This is an optimization exercise on Yosys and OpenROAD, whose aim is small area, not a production implementation.
At most, simulation tests tie the RTL to the original design; equivalence was not proved.
Power figures rest on the tool's default switching activity, not on a simulated workload.

JK:
Design iso_link_rx, start of the top module:
module iso_link_rx (
    input  wire        clk,
    input  wire        rst,             
    input  wire        rxd,             
    input  wire        beacon,          
    input  wire        tick_1us,        
    input  wire        tlm_lost_rd,     
    input  wire        crc_err_rd,      
    input  wire [7:0]  ld_fault_w1c,    
    input  wire        ld_vld_ov_w1c,   
    output reg         frm_valid,       
    output wire [3:0]  frm_type,
    output wire [47:0] frm_payload,
    output reg  [1:0]  state,           
    output reg         ssr,
    output reg         lclk_lock,
    output reg         line_present,
    output reg  [15:0] tlm_lost,
    output reg  [15:0] crc_err,
    output reg  [7:0]  qw_last,
    output wire [31:0] line_period,
    output reg  [31:0] zc_pos,
    output reg  [31:0] zc_neg,
    output reg  [9:0]  hvin_v,
    output reg  [11:0] vline_pk,
    output reg  [7:0]  ld_temp,
    output reg  [7:0]  ld_fault,
    output reg         ld_vld_ov,
    output reg         ev_line_loss,    
    output wire        ev_line_return,  
    output wire        ev_link_fault,   
    output wire        ev_tlm_loss,     
    output wire        ev_conv_fault,   
    output reg         lf_reset         
);
    localparam [1:0] ST_DOWN = 2'd0, ST_TRAIN = 2'd1, ST_UP = 2'd2, ST_FAULT = 2'd3;
    localparam [11:0] TMR_SEED = 12'hC90;
    localparam [11:0] TMR_TERM = 12'hFFF;
    localparam [16:0] LF_SEED  = 17'h00001;
    localparam [16:0] LF_LAST  = 17'h0FCBC;
  ...
Size in the first run: ~610 flip-flops, ~260 I/O pins, ~22,000 µm² of cells after synthesis.
export LEC_CHECK = 0
export CAP_MARGIN = 20
export CORE_MARGIN = 2
export CORE_UTILIZATION = 40
export PLACE_DENSITY = 0.6
export SLEW_MARGIN = 20
create_clock -name core_clock -period 10.0 [get_ports {clk}]
standard.sh (not shown) runs the stock make flow with config.mk's settings and CLKGATE_MAP_FILE= SYNTH_SCRIPT=/design/flow/synth_recipe.tcl, a recipe that flattens the netlist after the stock synthesis.
==> flow/flow/run.sh <==
#!/bin/bash
# The standard layout (standard.sh), with two changes:
#  - every port still gets its buffer, but the smallest one (buf_1);
#  - the clock tree uses larger sink clusters and no dummy loads.
# The whole ORFS run's output goes to make.log here; ORFS keeps each step's
# log under orfs/logs/.
set -euo pipefail
export BUFFER_PORTS_ARGS="-buffer_cell sky130_fd_sc_hd__buf_1"
export CTS_ARGS="-sink_clustering_enable -repair_clock_nets -sink_clustering_size 30 -sink_clustering_max_diameter 80 -buf_list sky130_fd_sc_hd__clkbuf_16 -dont_use_dummy_load"
bash standard.sh > make.log 2>&1
JK: all stages complete, timing, DRC and antenna checks passed
Inputs modified between JK and MS:
--- a/flow/design.v
+++ b/flow/design.v
@@ -153,29 +153,20 @@
     wire [16:0] cs_c;
     assign cs_c[0] = fbad;
     wire [15:0] crc_next_cnt = crc_err_rd ? crc_inc :
                             (crc_sum[16] ? 16'hFFFF : crc_sum[15:0]);
     wire [31:0] period_raw;
     wire [32:0] per_c;
-    reg         per_c16;
-    wire        per_c16_now;
     assign per_c[0] = 1'b1;
-    always @(posedge clk)
-        per_c16 <= per_c16_now;
     wire [12:0] vpk_b;
     assign vpk_b[0] = 1'b0;
     genvar r;
     generate
         for (r = 0; r < 32; r = r + 1) begin : rip
             assign period_raw[r] = stamp[r] ^ ~zc_pos[r] ^ per_c[r];
-            if (r != 15) begin : pc
-                assign per_c[r+1] = (stamp[r] & ~zc_pos[r]) | (per_c[r] & (stamp[r] ^ ~zc_pos[r]));
-            end else begin : pc16
-                assign per_c[16]  = per_c16;
-                assign per_c16_now = (stamp[r] & ~zc_pos[r]) | (per_c[r] & (stamp[r] ^ ~zc_pos[r]));
-            end
+            assign per_c[r+1]    = (stamp[r] & ~zc_pos[r]) | (per_c[r] & (stamp[r] ^ ~zc_pos[r]));
             if (r < 6) begin : g6
                 assign bitcnt_inc[r] = bitcnt[r] ^ bci_c[r];
                 assign bci_c[r+1]    = bitcnt[r] & bci_c[r];
             end
             if (r < 12) begin : g12a
                 assign vline_abs[r] = vabs_op[r];
==> comparison <==
- MS completed end to end; final checks failed (setup timing).
- First-iteration DRC count down 207 in MS wrt JK
- JK -> MS: routed wire length increased slightly
- Compared JK against MS; multi-input gate share of total cell area within noise.
- There was hardly any difference in count of antenna-violating nets left after detailed routing between JK and MS.
- The per-cell via count in the routed design reported for MS is greater than that of JK by 0.95%.
- In MS, the share of power burned in the clock network came out 0.5 points below the value in JK.


Another version of the RTL of iso_link_rx (not shown whole).
Size: roughly 1900 cells after synthesis, ~610 flip-flops, about 260 I/O pins.
Settings: LEC_CHECK=0, CAP_MARGIN=20, CORE_MARGIN=2, CORE_UTILIZATION=60, PLACE_DENSITY=0.75, SLEW_MARGIN=20; clock period 10.0 ns.
Scripts as last shown in full above: flow/flow/run.sh
Next try:
--- a/flow/design.v
+++ b/flow/design.v
@@ -32,22 +32,21 @@
     output wire        ev_tlm_loss,     
     output wire        ev_conv_fault,   
     output reg         lf_reset         
 );
     localparam [1:0] ST_DOWN = 2'd0, ST_TRAIN = 2'd1, ST_UP = 2'd2, ST_FAULT = 2'd3;
     localparam [11:0] TMR_SEED = 12'hC90;
     localparam [11:0] TMR_TERM = 12'hFFF;
     localparam [16:0] LF_SEED  = 17'h00001;
     localparam [16:0] LF_LAST  = 17'h0FCBC;
     localparam [16:0] AGE_SEED = 17'h1EC12;
-    localparam [16:0] AGE_MASK = 17'h1FFEA;
-    localparam [16:0] AGE_T11  = 17'h095CD;     
+    localparam [16:0] AGE_MASK = 17'h0AAAA;
     localparam [59:0] WP_CODE  = {4'h8, 4'hC, 4'hE, 4'hF, 4'h7, 4'hB, 4'h5, 4'hA,
                                   4'hD, 4'h6, 4'h3, 4'h9, 4'h4, 4'h2, 4'h1};
     localparam [3:0]  WP_LAST  = 4'h8;
     reg  [2:0]  hs;
     reg         in_frame;
     reg         half;
     reg  [5:0]  bitcnt;       
     reg  [1:0]  rx_t;         
     reg  [47:0] rx_pay;       
     reg  [7:0]  crc;
@@ -300,55 +299,30 @@
         if (got_tlm)
             tlm_last_seq <= tlm_seq;
         if (got_evt && evt_01)
             loss_stamp <= stamp;
     end
     reg  [16:0] age [0:14];
     reg  [3:0]  wp;           
     reg         wrapped;      
     wire [14:0] w_sel;
     wire [14:0] w_exp;
-    reg  [3:0]  fcnt;         
-    wire        filling = fcnt != 4'd11;
-    reg         fill_bit;
-    always @(*)
-        case (fcnt)
-            4'd0:    fill_bit = AGE_T11[10];
-            4'd1:    fill_bit = AGE_T11[9];
-            4'd2:    fill_bit = AGE_T11[8];
-            4'd3:    fill_bit = AGE_T11[7];
-            4'd4:    fill_bit = AGE_T11[6];
-            4'd5:    fill_bit = AGE_T11[5];
-            4'd6:    fill_bit = AGE_T11[4];
-            4'd7:    fill_bit = AGE_T11[3];
-            4'd8:    fill_bit = AGE_T11[2];
-            4'd9:    fill_bit = AGE_T11[1];
-            default: fill_bit = AGE_T11[0];
-        endcase
-    always @(posedge clk)
-        if (fbad)
-            fcnt <= 4'd0;
-        else if (filling)
-            fcnt <= fcnt + 4'd1;
     genvar g;
     generate
         for (g = 0; g < 15; g = g + 1) begin : slot
             wire [16:0] a     = age[g] ^ AGE_MASK;
             wire        all16 = &a[15:0];
-            wire        fill  = filling && w_sel[(g + 1) % 15];
-            wire        a_in  = fill ? fill_bit : (~(a[16] ^ a[13]) | all16);
-            wire [16:0] a_nx  = {a[15:0], a_in};
-            wire [16:0] a_ld  = {a[15:5], AGE_T11[16:11]};
+            wire [16:0] a_nx  = {a[15:0], ~(a[16] ^ a[13]) | all16};
             assign w_exp[g] = all16 && a[16];
             assign w_sel[g] = wp == WP_CODE[4*g +: 4];
             always @(posedge clk)
-                age[g] <= ((fbad && w_sel[g]) ? a_ld : a_nx) ^ AGE_MASK;
+                age[g] <= ((fbad && w_sel[g]) ? AGE_SEED : a_nx) ^ AGE_MASK;
         end
     endgenerate
     wire crc_burst = fbad && wrapped && !(|(w_sel & w_exp));
     always @(posedge clk) begin
         if (rst) begin
             wp      <= 4'b0001;
             wrapped <= 1'b0;
         end else if (fbad) begin
             wp <= {wp[2:0], wp[3] ^ wp[2]};
             if (wp == WP_LAST)
Total power went down slightly. Non-clock buffer count came out lower by 2. Worst hold slack improved by 0.0033 ns. Setup slack got worse by 0.14 ns. Utilization goes down by 0.18 points.
For the first run of this note, only the layout was checked, not whether the RTL still works.

## separate check: timing with driven ports
In the flow no input, the clock included, has a driving cell. The finished layouts below were timed again as built, in two steps.
Step 1 assumes that a clkbuf_16 drives the clock port and a buf_2 every other input.
Step 2 also shifts input and output timing later by t, the mid clock arrival at the registers, as if the neighbouring blocks saw the same clock.
Three values: no drivers, after step 1, after step 2; two values: the first two.
run | t (ns) | slack for setup (ns) | latest minus earliest clock arrival (ns) | worst slew at a driven data input, ns | pins driven straight from the clock port
JK | 0.636 | 2.573 / 2.566 / 1.930 | 0.108 / 0.108 | 0.06 | 1
MS | 0.641 | -1.929 / -1.929 / -1.929 | 0.054 / 0.055 | 0.09 | 1
the first run of note 2 | 0.601 | 2.613 / 2.608 / 2.008 | 0.059 / 0.059 | 0.07 | 1
the second run of note 2 | 0.603 | 2.473 / 2.467 / 1.864 | 0.066 / 0.066 | 0.06 | 1
For JK, which loses most, drivers alone change the setup slack by -0.007 ns; drivers and shift together by -0.643 ns.
